What follows belongs to an exercise in optimizing a design on an open flow for small area and a short achievable clock period; a production flow would make more cautious choices.
Function not checked in this run: the RTL went through the layout flow alone.

`flow/design.v`:
```
module cwu_codec (
    input  wire        clk,
    input  wire        rst,
    input  wire        enc_valid,
    input  wire [63:0] enc_data,
    input  wire [35:0] enc_h,
    input  wire [2:0]  enc_word,
    input  wire        enc_poison,
    output reg         enc_out_valid,
    output reg  [23:0] enc_check,
    input  wire        dec_valid,
    input  wire [63:0] dec_data,
    input  wire [23:0] dec_check,
    input  wire [35:0] dec_h,
    input  wire [2:0]  dec_word,
    input  wire        dec_erase_en,
    input  wire [3:0]  dec_erase_dev,
    output reg         dec_out_valid,
    output reg  [63:0] dec_out_data,
    output reg  [2:0]  dec_outcome,
    output reg  [3:0]  dec_position,
    output reg  [23:0] dec_synd
);
    localparam [2:0] OUT_NONE      = 3'd0;
    localparam [2:0] OUT_CORRECTED = 3'd1;
    localparam [2:0] OUT_POISON    = 3'd2;
    localparam [2:0] OUT_ADDRESS   = 3'd3;
    localparam [2:0] OUT_UNCORR    = 3'd4;
    function [7:0] gf_mul;
        input [7:0] a;
        input [7:0] b;
        integer i;
        reg [7:0] acc;
        reg [7:0] sh;
        begin
            acc = 8'h00;
            sh  = a;
            for (i = 0; i < 8; i = i + 1) begin
                if (b[i])
                    acc = acc ^ sh;
                sh = {sh[6:0], 1'b0} ^ (sh[7] ? 8'h1D : 8'h00);
            end
            gf_mul = acc;
        end
    endfunction
    function [7:0] gf_exp;
        input [7:0] k;
        integer i;
        reg [7:0] x;
        begin
            x = 8'h01;
            gf_exp = 8'h01;
            for (i = 0; i < 255; i = i + 1) begin
                if (k == i[7:0])
                    gf_exp = x;
                x = {x[6:0], 1'b0} ^ (x[7] ? 8'h1D : 8'h00);
            end
        end
    endfunction
    function [7:0] gf_log;
        input [7:0] x;
        integer i;
        reg [7:0] y;
        begin
            y = 8'h01;
            gf_log = 8'h00;
            for (i = 0; i < 255; i = i + 1) begin
                if (x == y)
                    gf_log = i[7:0];
                y = {y[6:0], 1'b0} ^ (y[7] ? 8'h1D : 8'h00);
            end
        end
    endfunction
    function [7:0] gf_div;
        input [7:0] a;
        input [7:0] b;
        reg [8:0] d;
        begin
            if (a == 8'h00) begin
                gf_div = 8'h00;
            end else begin
                d = {1'b0, gf_log(a)} + 9'd255 - {1'b0, gf_log(b)};
                if (d >= 9'd255)
                    d = d - 9'd255;
                gf_div = gf_exp(d[7:0]);
            end
        end
    endfunction
    function [7:0] fold21;
        input [20:0] m;
        integer k;
        begin
            fold21 = 8'h00;
            for (k = 0; k < 21; k = k + 1)
                if (m[k])
                    fold21 = fold21 ^ gf_exp(k + 8);
        end
    endfunction
    reg        e_valid;
    reg [63:0] e_data;
    reg [35:0] e_h;
    reg [2:0]  e_word;
    reg        e_poison;
    always @(posedge clk) begin
        if (rst)
            e_valid <= 1'b0;
        else
            e_valid <= enc_valid;
        e_data   <= enc_data;
        e_h      <= enc_h;
        e_word   <= enc_word;
        e_poison <= enc_poison;
    end
    reg [7:0]  ev0, ev1;
    reg [7:0]  et0, et1, et2;
    reg [7:0]  ec8, ec9, ec10;
    reg [7:0]  esym;
    integer    ei;
    always @(*) begin
        ev0 = fold21({e_word, e_h[17:0]});
        ev1 = fold21({3'b000, e_h[35:18]});
        et0 = 8'h00;
        et1 = 8'h00;
        et2 = 8'h00;
        for (ei = 0; ei < 8; ei = ei + 1) begin
            esym = e_data[8*ei +: 8];
            et0 = et0 ^ esym;
            et1 = et1 ^ gf_mul(esym, gf_exp(ei));
            et2 = et2 ^ gf_mul(esym, gf_exp(2 * ei));
        end
        et0 = et0 ^ ev0 ^ ev1;
        et1 = et1 ^ gf_mul(ev0, gf_exp(11)) ^ gf_mul(ev1, gf_exp(12));
        et2 = et2 ^ gf_mul(ev0, gf_exp(22)) ^ gf_mul(ev1, gf_exp(24));
        ec8  = gf_mul(gf_exp(164), et2 ^ gf_mul(gf_exp(34), et1) ^ gf_mul(gf_exp(19), et0));
        ec9  = gf_mul(gf_exp(188), et2 ^ gf_mul(gf_exp(58), et1) ^ gf_mul(gf_exp(18), et0));
        ec10 = gf_mul(gf_exp(163), et2 ^ gf_mul(gf_exp(33), et1) ^ gf_mul(gf_exp(17), et0));
        if (e_poison) begin
            ec8  = ec8  ^ 8'hC6;
            ec9  = ec9  ^ 8'hA5;
            ec10 = ec10 ^ 8'h63;
        end
    end
    always @(posedge clk) begin
        if (rst)
            enc_out_valid <= 1'b0;
        else
            enc_out_valid <= e_valid;
        enc_check <= {ec10, ec9, ec8};
    end
    reg        d_valid;
    reg [63:0] d_data;
    reg [23:0] d_check;
    reg [35:0] d_h;
    reg [2:0]  d_word;
    reg        d_erase;
    reg [3:0]  d_dev;
    always @(posedge clk) begin
        if (rst)
            d_valid <= 1'b0;
        else
            d_valid <= dec_valid;
        d_data  <= dec_data;
        d_check <= dec_check;
        d_h     <= dec_h;
        d_word  <= dec_word;
        d_erase <= dec_erase_en;
        d_dev   <= dec_erase_dev;
    end
    reg [7:0]  c [0:12];
    reg [7:0]  s0, s1, s2;
    reg [7:0]  big_a;
    reg [7:0]  t0, t1;
    reg [7:0]  num, den;
    reg [7:0]  ratio;
    reg [7:0]  p;
    reg [7:0]  e;
    reg [2:0]  outcome;
    reg [3:0]  position;
    reg [63:0] fixed;
    integer    di;
    always @(*) begin
        for (di = 0; di < 8; di = di + 1)
            c[di] = d_data[8*di +: 8];
        c[8]  = d_check[7:0];
        c[9]  = d_check[15:8];
        c[10] = d_check[23:16];
        c[11] = fold21({d_word, d_h[17:0]});
        c[12] = fold21({3'b000, d_h[35:18]});
        s0 = 8'h00;
        s1 = 8'h00;
        s2 = 8'h00;
        for (di = 0; di < 13; di = di + 1) begin
            s0 = s0 ^ c[di];
            s1 = s1 ^ gf_mul(c[di], gf_exp(di));
            s2 = s2 ^ gf_mul(c[di], gf_exp(2 * di));
        end
        big_a = gf_exp({4'h0, d_dev});
        t0 = s1 ^ gf_mul(big_a, s0);
        t1 = s2 ^ gf_mul(big_a, s1);
        num   = d_erase ? t1 : s1;
        den   = d_erase ? t0 : s0;
        ratio = gf_div(num, den);
        p     = gf_log(ratio);
        e     = gf_div(t0, ratio ^ big_a);
        outcome  = OUT_UNCORR;
        position = 4'hF;
        fixed    = d_data;
        if (!d_erase) begin
            if (s0 == 8'h00 && s1 == 8'h00 && s2 == 8'h00) begin
                outcome = OUT_NONE;
            end else if (s0 == 8'h00 && s1 == 8'h00 && s2 == 8'h01) begin
                outcome = OUT_POISON;
            end else if (s0 != 8'h00 && s1 != 8'h00 && gf_mul(s1, s1) == gf_mul(s0, s2)) begin
                if (p <= 8'd10) begin
                    outcome  = OUT_CORRECTED;
                    position = p[3:0];
                    if (p <= 8'd7)
                        fixed[8*p[2:0] +: 8] = fixed[8*p[2:0] +: 8] ^ s0;
                end else if (p == 8'd11 || p == 8'd12) begin
                    outcome  = OUT_ADDRESS;
                    position = p[3:0];
                end
            end
        end else begin
            if (t0 == 8'h00 && t1 == 8'h00) begin
                outcome = OUT_NONE;
                if (d_dev <= 4'd7)
                    fixed[8*d_dev[2:0] +: 8] = fixed[8*d_dev[2:0] +: 8] ^ s0;
            end else if (t0 == 8'h00 && t1 == 8'h01) begin
                outcome = OUT_POISON;
            end else if (t0 != 8'h00 && t1 != 8'h00) begin
                if (p == {4'h0, d_dev} || p > 8'd12) begin
                    outcome = OUT_UNCORR;
                end else if (p <= 8'd10) begin
                    outcome  = OUT_CORRECTED;
                    position = p[3:0];
                    if (p <= 8'd7)
                        fixed[8*p[2:0] +: 8] = fixed[8*p[2:0] +: 8] ^ e;
                    if (d_dev <= 4'd7)
                        fixed[8*d_dev[2:0] +: 8] = fixed[8*d_dev[2:0] +: 8] ^ s0 ^ e;
                end else begin
                    outcome  = OUT_ADDRESS;
                    position = p[3:0];
                end
            end
        end
    end
    always @(posedge clk) begin
        if (rst)
            dec_out_valid <= 1'b0;
        else
            dec_out_valid <= d_valid;
        dec_out_data <= fixed;
        dec_outcome  <= outcome;
        dec_position <= position;
        dec_synd     <= {s2, s1, s0};
    end
endmodule
```
`flow/run.sh`:
```
#!/bin/bash
# synth_recipe.tcl (not shown) runs the flow's synth.tcl, then flattens the netlist and writes it again
# the make line also repeats each setting of config.mk as NAME=value (left out here)
make -C /OpenROAD-flow-scripts/flow DESIGN_CONFIG=/design/flow/config.mk WORK_HOME=/design/flow/orfs CLKGATE_MAP_FILE= SYNTH_SCRIPT=/design/flow/synth_recipe.tcl finish
```
`flow/constraint.sdc`:
```
create_clock -name core_clock -period 28.0 [get_ports {clk}]
set_input_delay 5.6000 -clock core_clock [delete_from_list [all_inputs] [get_ports {clk}]]
set_output_delay 5.6000 -clock core_clock [all_outputs]
set_load 0.01 [all_outputs]
```
`flow/config.mk`:
```
export PLATFORM = sky130hd
export DESIGN_NAME = cwu_codec
export DESIGN_NICKNAME = cwu_codec
export VERILOG_FILES = /design/flow/design.v
export SDC_FILE = /design/flow/constraint.sdc
export NUM_CORES = 4
export LEC_CHECK = 0
export CAP_MARGIN = 20
export CORE_MARGIN = 2
export CORE_UTILIZATION = 25
export GPL_ROUTABILITY_DRIVEN = 1
export SLEW_MARGIN = 20
```
==> results_dict.tcl <==
set metrics [dict create \
    setup_ws_ps 1060 \
    final_cell_mix "xnor2_1, nor2_1, buf_4" \
    met1_usage_pct 37.8 \
    max_freq_ghz 0.0371 \
    dr.pass1.iters 10 \
    arrival_ps 27560 \
    synth_edf_count 0 \
    grt_pass1_vias 67426 \
    row_count 170 \
    finalSetupViolCount 0 \
    grt_overflow 0 \
    n_fill_cell 23207 \
    slowest_delay_ps 1040 \
    clock_latency_ps 670 \
    hold_path_class "reg -> reg" \
    clkSinkCount 359 \
    cts.clk_slew.worst_paths_ps 60 \
    core-area_mm2 0.215 \
    synthesis.nets 7864 \
    ys_seq_area_share_pct 13.3 \
    grtUsageMet2_pct 45.7 \
    via_count 70986 \
    tns_ps 0 \
    synth_cell_types 120 \
    placed_area_mm2 0.0654 \
    holdBufCountCts 0 \
    ys.flop_type "dfxtp_1" \
    routedWlPerCell_um 32.1 \
    first_iter_violations 13202 \
    pin_count 361 \
    drive_above_1_share_pct 13.4 \
    htreeDepth 2 \
    die_area_mm2 0.221 \
    clockRootBuffer "clkbuf_16" \
    fin_skew_ps 44.9 \
    tightest_slew_ps 1300 \
    drv_cap 0 \
    synthesis.yosys.warnings 2 \
    dpl.cell_count 10972 \
    worst_path_most_repeated_cell "buf_4" \
    totalWireLength_mm 354 \
    fin_crit_ps 26940 \
    vias_per_cell 6.42 \
    setup.worst_path.start "d_data[45]" \
    final_nets 8455 \
    finish.utilization_pct 31.1 \
    numCtsBuffers 40 \
    cp-end-kind "register" \
    dp_hpwl_mm 265 \
    gp_congestion 1.05 \
    port_buffers 360 \
    hold_slack_ps 447 \
    critical_path_required_ps 28610 \
    min_path_cells 1 \
    critPathKind "reg -> reg" \
    finalInstanceArea_mm2 0.0668 \
    synthArstFlopShare_pct 0 \
    hold_viol 0 \
    dieHeight_um 470 \
    final_max_slew_viol_count 0 \
    syn_area_per_cell_um2 7.15 \
    grt_pass1_wl_mm 502 \
    initial_core_util_pct 25.2 \
    ys_ff_latch 359 \
    ant_nets 0 \
    path_max_fanout 17 \
    grt_antenna_before_repair 17 \
    r2r_cells 87 \
    hp-start "d_valid" \
    slowest_stage "dfxtp_1" \
    use_met3_pct 7.98 \
    syn_inst 7586 \
    final_common_cell "xnor2_1" \
    slew_headroom_pct 12.7 \
    period_share_pct 96.2 \
    outcome "complete, no violations" \
    grt_setup_unrepaired "no" \
    worstSetupStartpointType "register" \
    syn-cell-area_mm2 0.0542 \
    final_cells 11050 \
    clock_path_buffers 3 \
    grt.busiest_layer "met2" \
    drc 0 \
    grt_max_degree 91 \
    die_w_um 470 \
    cts_tree "yes" \
    place_ws_ps 1460 \
    area_growth_pct 23.2 \
    reg2reg_from "d_data[45]" \
    grt.total_usage_pct 30.1 \
]
[flip-flops by register name, summed over array words and instances (netlist names)]
| signal | flops |
|---|---|
| dec_outcome | 3 |
| dec_synd | 24 |
| e_valid | 1 |
| enc_out_valid | 1 |
| e_poison | 1 |
| d_dev | 4 |
| d_erase | 1 |
| enc_check | 24 |
| d_word | 3 |
| d_data | 64 |
| e_h | 36 |
| e_data | 64 |
| d_check | 24 |
| dec_position | 4 |
| e_word | 3 |
| d_valid | 1 |
| d_h | 36 |
| dec_out_valid | 1 |
| dec_out_data | 64 |
[synthesized netlist by cell type, types with 38 or more instances]
cell type,count,area [um2]
nand3_1,196,981
o22ai_1,406,2540
nand4_1,123,769
a221oi_1,151,1320
a22o_1,41,359
nand2_1,754,2830
a21oi_1,507,2540
xnor3_1,99,2230
clkbuf_1,475,1780
o2111ai_1,42,368
mux2i_1,62,621
nor2b_1,40,250
o32ai_1,51,447
and3_1,41,257
o21ai_0,374,1870
xor2_1,256,2240
o31ai_1,38,285
a31oi_1,95,594
nor3_1,213,1070
buf_1,43,161
buf_2,73,365
o211ai_1,55,413
a211oi_1,88,661
dfxtp_1,359,7190
inv_1,71,267
xnor2_1,975,8540
nor2_1,844,3170
nor4_1,144,901
o221ai_1,57,499
and2_1,52,325
a22oi_1,135,1010
[cells by family (layout without fill, tap and decap cells)]
kind of cell | after synthesis | in the layout | synth area share (%)
simple gates | 2595 | 2595 | 22.2
buf+inv | 686 | 1309 | 5.01
mux | 102 | 102 | 2.43
xor+xnor | 1383 | 1383 | 25.9
compound gates | 2423 | 2423 | 30.4
fa+ha+maj | 38 | 38 | 0.905
other cells | 0 | 3 | 0
flops | 359 | 359 | 13.3
[path summary, 6_finish.rpt]
kind	end	slack, ps
setup reg to reg	dec_out_data[36]	1060
hold / removal	dec_out_valid	450
hold reg to reg	dec_out_valid	450
setup / recovery	dec_out_data[36]	1060
[worst max-delay path, delay by kind of cell, from the launching register on]
family | cells | cell delay [ps]
compound gates | 24 | 8560
fa+ha+maj | 5 | 2150
buf+inv | 15 | 2960
xor+xnor | 13 | 3940
simple gates | 27 | 7290
mux | 3 | 840
flops | 1 | 1040
[metal layers]
metal,vias to the layer above,routed length [um]
met4,14,29200
met5,-,100
met1,33405,133000
met3,1810,43700
met2,6340,148000
li1,29417,-
[repair_timing]
action,in CTS,in global routing
setup buffers,0,0
gates resized for setup,0,5
endpoints found under the setup margin,0,33
[layout make-up]
cell class                      count  area (um2)  share of cell area [%]
Tap cell                         2838        3550                    5.31
Clock inverter                     18         208                   0.311
Clock buffer                       56        1160                    1.74
Sequential cell                   359        7190                    10.8
Multi-Input combinational cell   6541       44700                    66.9
Inverter                           84         315                   0.472
Timing Repair Buffer             1151        9650                    14.4
Antenna cell                        3        7.51                  0.0112

## what the ideal ports hide
No port has a modelled driver above. Below, the same layout with a new extraction and two added sets of constraints.
Step 1: set_driving_cell puts a clkbuf_16 on clk and a buf_2 on each other input, an assumption about the parent block.
Step 2, shift: input delay + t, output delay - t, t = (earliest + latest rising clock arrival at the registers) / 2. This alone moves slack from input paths to output paths.
Slacks: ideal ports / drivers / drivers and shift; pairs: ideal ports / drivers.
shift t [ns]: 0.722
setup slack, ns: 1.057 / 1.057 / 1.057
clock arrival spread, ns: 0.073 / 0.072
worst data-port slew with drivers (ns): 0.14
After both steps this run still meets setup and hold. For this run, drivers alone change the setup slack by 0.000 ns; drivers and shift together by 0.000 ns.
